Source: an optimization exercise on an open RTL-to-GDS flow (aim: small area and a short achievable clock period). Production flows keep margins and buffers that such runs may drop.
Function was checked by simulation only, so behaviour that the tests miss may differ from the original.
Power is estimated from default activity; no workload was simulated.

Setup of main:
==> flow/design.v (excerpt) <==
module ecc_rmw (
    input  wire        clk,
    input  wire        rst,           
    input  wire        in_valid,
    input  wire [71:0] in_rd_cw,      
    input  wire [63:0] in_wdata,      
    input  wire [7:0]  in_wmask,      
    input  wire [7:0]  in_wpar,       
    output reg         out_valid,
    output reg  [63:0] out_rdata,     
    output reg  [7:0]  out_rpar,      
    output reg  [7:0]  out_syndrome,  
    output reg         out_sbe,       
    output reg         out_ded,       
    output reg  [71:0] out_wr_cw,     
    output reg         out_poison     
);
==> flow/config.mk <==
export PLATFORM = sky130hd
export DESIGN_NAME = ecc_rmw
export DESIGN_NICKNAME = ecc_rmw
export VERILOG_FILES = /design/flow/design.v
export SDC_FILE = /design/flow/constraint.sdc
export NUM_CORES = 4
export LEC_CHECK = 0
export CAP_MARGIN = 20
export CORE_MARGIN = 2
export CORE_UTILIZATION = 40
export SETUP_SLACK_MARGIN = 3.25
export SLEW_MARGIN = 20
==> flow/constraint.sdc <==
create_clock -name core_clock -period 5.5 [get_ports {clk}]
set_input_delay 1.1000 -clock core_clock [delete_from_list [all_inputs] [get_ports {clk}]]
set_output_delay 1.1000 -clock core_clock [all_outputs]
set_load 0.01 [all_outputs]
standard.sh (not shown) runs the stock make flow with config.mk's settings and CLKGATE_MAP_FILE= SYNTH_SCRIPT=/design/flow/synth_recipe.tcl, a recipe that flattens the netlist after the stock synthesis.
==> flow/flow/run.sh <==
#!/bin/bash
# Standard layout with plain port buffers, no CTS dummy loads.
set -euo pipefail
export BUFFER_PORTS_ARGS="-buffer_cell sky130_fd_sc_hd__buf_2"
export CTS_ARGS="-sink_clustering_enable -repair_clock_nets -dont_use_dummy_load"
bash standard.sh > standard.log 2>&1
main was carried through to the last stage, and its layout satisfied the timing, DRC and antenna checks.
The inputs of the feature branch differ from those of main as listed below.
- PLACE_DENSITY now 0.8, previously not set
- ABC_AREA now 1, previously not set
## What came out
- Relative to main, the layout buffer count excluding clock buffers measured on the feature branch has decreased by more than 10%.
- From main to the feature branch the numbers moved as follows: final core utilization has decreased, initial antenna violation count has increased.

========
exp/delta:
ecc_rmw, a different RTL version from the one above (not shown whole).
Size: roughly 1,600 cells after synthesis, about 300 flip-flops, ~310 I/O pins, roughly 14,000 um2 of cells after synthesis.
clock: 5.5 ns
lec_check: 0
abc_area: 1
cap_margin: 20
core_margin: 2
core_utilization: 40
setup_slack_margin: 3.2
slew_margin: 20
==> flow/flow/run.sh <==
#!/bin/bash
# Standard layout with plain port buffers, no CTS dummy loads.
set -euo pipefail
export BUFFER_PORTS_ARGS="-buffer_cell sky130_fd_sc_hd__buf_2"
bash standard.sh > standard.log 2>&1
exp/delta: all stages complete, timing, DRC and antenna checks passed
### exp/delta -> exp/sierra
Settings: SETUP_SLACK_MARGIN now 3.3, was 3.2.
==> flow/flow/run.sh <==
#!/bin/bash
# Standard layout with plain port buffers, no CTS dummy loads.
set -euo pipefail
export BUFFER_PORTS_ARGS="-buffer_cell sky130_fd_sc_hd__buf_1"
export CTS_ARGS="-sink_clustering_enable -repair_clock_nets -dont_use_dummy_load"
bash standard.sh > standard.log 2>&1
[summary]
Looking at combinational share of power, exp/sierra sits 2.4 points higher than exp/delta does. Between exp/sierra and exp/delta, it is exp/sierra whose share of total power in sequential cells is higher, by 2.3 points. in_rd_cw[60] as the launching element of the worst setup path was reported by exp/delta, and in_rd_cw[62] by exp/sierra. Time the final worst path needs with I/O delays and setup ended up 0.068 ns lower on exp/sierra than on exp/delta. Core util | exp/sierra vs exp/delta | exp/sierra lower.
--- input diff exp/sierra..exp/amber ---
Settings: a change of SETUP_SLACK_MARGIN from 3.3 to 3.25.
Notes after the runs:
- The maximum fanout along the worst path in exp/amber was lower than what exp/sierra gave.
- exp/amber vs exp/sierra — wire length on met3 dropped 6.4%.
- exp/amber: register-to-register slack is 0.09 ns lower than what exp/sierra reported.
- exp/amber vs. exp/sierra: depth of the worst register-to-register path ~0 delta; sequential share of layout area +0.29 points; number of buffers outside the clock class in the layout -3; share of cell area taken by multi-input logic gates ~0 delta.
- Summary of exp/amber over exp/sierra: overall routing resource usage decreased by 0.17 points relative to the old numbers, final area decreased by 0.98% relative to the old numbers, register cell area after layout closely matched the old numbers, wire length of the first global-routing pass decreased by 0.72% relative to the old numbers.
- exp/sierra did not stop at any stage, and its layout met the timing, DRC and antenna checks.
- exp/amber reached the final stage; the timing, DRC and antenna checks on its layout passed.
### exp/amber -> exp/ember
Settings: SETUP_SLACK_MARGIN: 3.25 -> 3.15.
==> flow/flow/run.sh <==
#!/bin/bash
# Standard layout with plain port buffers, no CTS dummy loads.
set -euo pipefail
export BUFFER_PORTS_ARGS="-buffer_cell sky130_fd_sc_hd__buf_2"
export CTS_ARGS="-sink_clustering_enable -repair_clock_nets -dont_use_dummy_load"
bash standard.sh > standard.log 2>&1
### Flow results
Est. power | exp/ember vs exp/amber | exp/ember lower
NOTE: clock network fraction of design power in exp/ember exceeds that of exp/amber
On required time of the critical path, exp/amber and exp/ember are neck and neck.
Re count of hold-fix buffers inserted at cts: no difference whatsoever between exp/amber and exp/ember.
For the post-placement cell area, exp/ember came in about 2.5% higher than exp/amber did.
Delta(worst hold margin, exp/ember - exp/amber) > 0
From exp/amber to exp/ember, count of port buffers added during placement did not move at all.
Max-slew headroom at the worst pin improves in exp/ember relative to exp/amber.
As far as clock transition at the register clock pins on the worst setup and hold paths after CTS is concerned, exp/amber and exp/ember perform about the same.
Of the two candidates, exp/amber has the better time the worst path needs with I/O delays and setup and exp/ember the worse one.

========
ecc_rmw with an RTL version that a note above also has.
For scale: roughly 1800 cells after synthesis, about 300 flip-flops, ~310 I/O pins, ~14000 um2 of cells after synthesis.
export LEC_CHECK = 0
export ABC_AREA = 1
export CAP_MARGIN = 20
export CORE_MARGIN = 2
export CORE_UTILIZATION = 40
export PLACE_DENSITY = 0.45
export SETUP_SLACK_MARGIN = 3.25
export SLEW_MARGIN = 20
create_clock -name core_clock -period 5.5 [get_ports {clk}]
==> flow/flow/run.sh <==
#!/bin/bash
# Standard layout with plain port buffers, no CTS dummy loads.
set -euo pipefail
export BUFFER_PORTS_ARGS="-buffer_cell sky130_fd_sc_hd__buf_2"
export CTS_ARGS="-sink_clustering_enable -repair_clock_nets -dont_use_dummy_load"
bash standard.sh > standard.log 2>&1
Next try:
==> flow/flow/run.sh (replaced) <==
#!/bin/bash
# Standard layout with plain port buffers, no CTS dummy loads.
set -euo pipefail
export BUFFER_PORTS_ARGS="-buffer_cell sky130_fd_sc_hd__buf_1"
export CTS_ARGS="-sink_clustering_enable -repair_clock_nets -dont_use_dummy_load"
bash standard.sh > standard.log 2>&1
--- a/flow/config.mk
+++ b/flow/config.mk
@@ -11,4 +11,3 @@
 export CORE_UTILIZATION = 40
-export PLACE_DENSITY = 0.45
-export SETUP_SLACK_MARGIN = 3.25
+export SETUP_SLACK_MARGIN = 3.1
 export SLEW_MARGIN = 20
- clock power came out lower by 12%
- die area stays the same
- sequential cell count stays the same
- area after synthesis does not change
- non-clock buffer count decreases by 58
- worst hold slack barely changes
- setup slack is worse by 0.13 ns
- via count drops by 1.7%
- sequential power barely changes
- routed wire length drops by 3.2%
- utilization is lower by 4.4 points
Next try:
==> flow/flow/run.sh (replaced) <==
#!/bin/bash
# Standard layout with plain port buffers, no CTS dummy loads.
set -euo pipefail
export BUFFER_PORTS_ARGS="-buffer_cell sky130_fd_sc_hd__buf_2"
export CTS_ARGS="-sink_clustering_enable -repair_clock_nets -dont_use_dummy_load"
bash standard.sh > standard.log 2>&1
--- a/flow/config.mk
+++ b/flow/config.mk
@@ -7,3 +7,2 @@
 export LEC_CHECK = 0
-export ABC_AREA = 1
 export CAP_MARGIN = 20
Effect: The changed run went through all stages and came out clean. Final cell count came out lower by 22%. Worst setup slack is worse by 0.089 ns. Routed wire length drops by 8.9%.
Next try:
==> flow/flow/run.sh (replaced) <==
#!/bin/bash
# Standard layout with plain port buffers (buf_2 on inputs, buf_1 on outputs)
# and no CTS dummy loads.
set -euo pipefail
here=$(pwd)
export BUFFER_PORTS_ARGS="-inputs -buffer_cell sky130_fd_sc_hd__buf_2"
export PRE_GLOBAL_PLACE_TCL="$here/flow/out_buffers.tcl"
export CTS_ARGS="-sink_clustering_enable -repair_clock_nets -dont_use_dummy_load"
bash standard.sh > standard.log 2>&1
==> flow/flow/out_buffers.tcl (new file) <==
buffer_ports -outputs -buffer_cell sky130_fd_sc_hd__buf_1
--- a/flow/config.mk
+++ b/flow/config.mk
@@ -7,2 +7,3 @@
 export LEC_CHECK = 0
+export ABC_AREA = 1
 export CAP_MARGIN = 20
=>
- The new run completed with no timing, DRC or antenna violations
- register-to-register slack improves by 0.09 ns
- power falls by 14%
- die area is higher by 6.1%
- sequential cell count stays the same
- worst hold slack loses 0.034 ns
- clock skew came out lower by 0.010 ns
- worst setup slack gets better by 0.090 ns
- count of clock-buffer cells in the layout is higher by 4
- synthesized area went up by 6.2%
- sequential share of layout area climbs by 1.4 points
- routed wire length rises by 11%
Next try:
--- a/flow/flow/run.sh
+++ b/flow/flow/run.sh
@@ -6,3 +6,3 @@
 export BUFFER_PORTS_ARGS="-inputs -buffer_cell sky130_fd_sc_hd__buf_2"
-export PRE_GLOBAL_PLACE_TCL="$here/flow/out_buffers.tcl"
+export POST_GLOBAL_PLACE_TCL="$here/flow/out_buffers.tcl"
 export CTS_ARGS="-sink_clustering_enable -repair_clock_nets -dont_use_dummy_load"
After rerunning: Flip-flop and latch count does not change; hold slack is better by 0.0040 ns; count of clock-buffer cells in the layout is lower by 3; total power hardly moves; fmax is higher by 0.73%; sequential power is lower by about 5%; critical path depth is higher by 1; wire length is about the same.

========
ecc_rmw again, from the RTL that the note above started with.
// ecc_rmw
module ecc_rmw (
    input  wire        clk,
    input  wire        rst,           
    input  wire        in_valid,
    input  wire [71:0] in_rd_cw,      
    input  wire [63:0] in_wdata,      
    input  wire [7:0]  in_wmask,      
    input  wire [7:0]  in_wpar,       
    output reg         out_valid,
    output reg  [63:0] out_rdata,     
    output reg  [7:0]  out_rpar,      
    output reg  [7:0]  out_syndrome,  
    output reg         out_sbe,       
    output reg         out_ded,       
    output reg  [71:0] out_wr_cw,     
    output reg         out_poison     
);
    localparam [511:0] HCOL = 512'hf8c73e3d3b372f1fe0d0c8c4c2c1b0a8a4a2a1989492918c8a898685837068646261585452514c4a49464543383432312c2a292625231c1a191615130e0d0b07;
    localparam [7:0] POISON_MASK = 8'h03;
    integer k;
    wire in_syn_t0 = in_rd_cw[56] ^ in_rd_cw[60];
    wire in_syn_t1 = in_rd_cw[57] ^ in_rd_cw[61];
    wire in_syn_t2 = in_rd_cw[58] ^ in_rd_cw[59];
    wire in_syn_t3 = in_rd_cw[22] ^ in_rd_cw[62];
    wire in_syn_t4 = in_rd_cw[49] ^ in_rd_cw[63];
  ...
export LEC_CHECK = 0
export ABC_AREA = 1
export CAP_MARGIN = 20
export CORE_MARGIN = 2
export CORE_UTILIZATION = 40
export SETUP_SLACK_MARGIN = 3.25
export SLEW_MARGIN = 20
create_clock -name core_clock -period 5.5 [get_ports {clk}]
==> flow/flow/run.sh <==
#!/bin/bash
# Standard layout with plain port buffers, no CTS dummy loads.
set -euo pipefail
export BUFFER_PORTS_ARGS="-buffer_cell sky130_fd_sc_hd__buf_2"
export CTS_ARGS="-sink_clustering_enable -repair_clock_nets -dont_use_dummy_load -root_buf sky130_fd_sc_hd__clkbuf_16 -buf_list sky130_fd_sc_hd__clkbuf_4"
bash standard.sh > standard.log 2>&1
Change:
==> flow/flow/run.sh (replaced) <==
#!/bin/bash
# Standard layout with plain port buffers, no CTS dummy loads.
set -euo pipefail
export BUFFER_PORTS_ARGS="-buffer_cell sky130_fd_sc_hd__buf_2"
export CTS_ARGS="-sink_clustering_enable -repair_clock_nets -dont_use_dummy_load -buf_list sky130_fd_sc_hd__clkbuf_8"
bash standard.sh > standard.log 2>&1
Core utilization hardly moves.
Worst hold slack stays flat.
Clock skew rises by 0.010 ns.
Register-to-register slack gains 0.03 ns.
Setup slack gains 0.014 ns.
Global-route usage falls by 0.19 points.
Fmax rises by about 0.6%.
Cell count falls by about 0.8%.
Change:
==> flow/flow/run.sh (replaced) <==
#!/bin/bash
# Standard layout with plain port buffers, no CTS dummy loads.
set -euo pipefail
export BUFFER_PORTS_ARGS="-buffer_cell sky130_fd_sc_hd__buf_2"
export CTS_ARGS="-sink_clustering_enable -repair_clock_nets -dont_use_dummy_load"
bash standard.sh > standard.log 2>&1
--- a/flow/config.mk
+++ b/flow/config.mk
@@ -10,4 +10,5 @@
 export CORE_MARGIN = 2
 export CORE_UTILIZATION = 40
-export SETUP_SLACK_MARGIN = 3.25
+export SETUP_SLACK_MARGIN = 3.3
 export SLEW_MARGIN = 20
+export TNS_END_PERCENT = 20
The new run went through all stages and came out clean; global-route usage came out higher by 0.36 points; hold slack loses 0.026 ns; design area hardly moves; power came out higher by 2.0%; combinational power is about the same; final cell count came out lower by 0.72%; routed wire length came out higher by 2.7%; register-to-register slack loses 0.05 ns; worst setup slack loses 0.024 ns; fmax came out lower by 1.1%.
Change:
==> flow/flow/run.sh (replaced) <==
#!/bin/bash
# Standard layout with plain port buffers, no CTS dummy loads.
set -euo pipefail
export BUFFER_PORTS_ARGS="-buffer_cell sky130_fd_sc_hd__buf_2"
export CTS_ARGS="-sink_clustering_enable -repair_clock_nets -dont_use_dummy_load -sink_clustering_size 25 -sink_clustering_max_diameter 80"
bash standard.sh > standard.log 2>&1
--- a/flow/config.mk
+++ b/flow/config.mk
@@ -10,5 +10,4 @@
 export CORE_MARGIN = 2
 export CORE_UTILIZATION = 40
-export SETUP_SLACK_MARGIN = 3.3
+export SETUP_SLACK_MARGIN = 3.1
 export SLEW_MARGIN = 20
-export TNS_END_PERCENT = 20
What happened: The changed run passed the timing, DRC and antenna checks; power went down by roughly a tenth; via count shrinks by a few percent; worst hold slack is better by 0.019 ns; die area stays the same; design area falls by a few percent; synthesized area is unchanged; cell count decreases slightly; routed wire length is lower by a few percent; core utilization went down by 2.9 points; clock-buffer cell count went down by 13.
Change:
==> flow/flow/run.sh (replaced) <==
#!/bin/bash
# Standard layout with plain port buffers, no CTS dummy loads.
set -euo pipefail
export BUFFER_PORTS_ARGS="-buffer_cell sky130_fd_sc_hd__buf_2"
export CTS_ARGS="-sink_clustering_enable -repair_clock_nets -dont_use_dummy_load"
bash standard.sh > standard.log 2>&1
--- a/flow/config.mk
+++ b/flow/config.mk
@@ -9,5 +9,5 @@
 export CAP_MARGIN = 20
 export CORE_MARGIN = 2
-export CORE_UTILIZATION = 40
-export SETUP_SLACK_MARGIN = 3.1
+export CORE_UTILIZATION = 65
+export SETUP_SLACK_MARGIN = 3.25
 export SLEW_MARGIN = 20
Outcome: The changed run finished with timing, DRC and antenna clean; fmax rises slightly; design area rose by a few percent; non-clock buffer count rose by 38; setup slack gains 0.011 ns; power climbs by roughly a tenth; area after synthesis is unchanged; combinational power increases by roughly a tenth.

static timing again, ports no longer ideal:
How much do the figures lean on ideal ports? The routed layouts below were timed once more, with nothing changed but the port constraints. Step 1: set_driving_cell puts a clkbuf_16 on clk and a buf_2 on each other input, an assumption about the parent block. Step 2, shift: input delay + t, output delay - t, t = (earliest + latest rising clock arrival at the registers) / 2. This alone moves slack from input paths to output paths. a / b / c = ideal ports / drivers / drivers and shift; a / b = the first two.
| run | t (ns) | setup slack, ns | worst setup path at the end | worst data-port slew with drivers (ns) |
|---|---|---|---|---|
| main | 0.554 | 3.126 / 3.126 / 2.803 | input to register | 0.07 |
| the feature branch | 0.574 | 3.247 / 3.207 / 2.799 | input to register | 0.08 |
| exp/delta | 0.609 | 3.246 / 3.247 / 2.672 | input to register | 0.07 |
| exp/sierra | 0.608 | 3.314 / 3.268 / 2.733 | input to register | 0.07 |
| exp/amber | 0.610 | 3.270 / 3.230 / 2.691 | input to register | 0.07 |
| exp/ember | 0.605 | 3.227 / 3.249 / 2.653 | input to register | 0.06 |
| the first run of note 3 | 0.580 | 3.288 / 3.288 / 2.773 | input to register | 0.07 |
| the second run of note 3 | 0.607 | 3.156 / 3.156 / 2.642 | input to register | 0.07 |
| the third run of note 3 | 0.601 | 3.067 / 3.067 / 2.721 | input to register | 0.06 |
| the fourth run of note 3 | 0.583 | 3.157 / 3.157 / 2.628 | input to register | 0.06 |
| the fifth run of note 3 | 0.620 | 3.174 / 3.174 / 2.602 | input to register | 0.06 |
| the first run of note 4 | 0.581 | 3.280 / 3.306 / 2.734 | input to register | 0.07 |
| the second run of note 4 | 0.659 | 3.294 / 3.244 / 2.666 | input to register | 0.07 |
| the third run of note 4 | 0.610 | 3.270 / 3.252 / 2.694 | input to register | 0.06 |
| the fourth run of note 4 | 0.561 | 3.090 / 3.090 / 2.653 | input to register | 0.06 |
| the fifth run of note 4 | 0.585 | 3.101 / 3.101 / 2.787 | input to register | 0.07 |
After both steps every run listed still meets setup and hold. For the second run of note 4, which loses most, drivers alone change the setup slack by -0.050 ns; drivers and shift together by -0.628 ns.
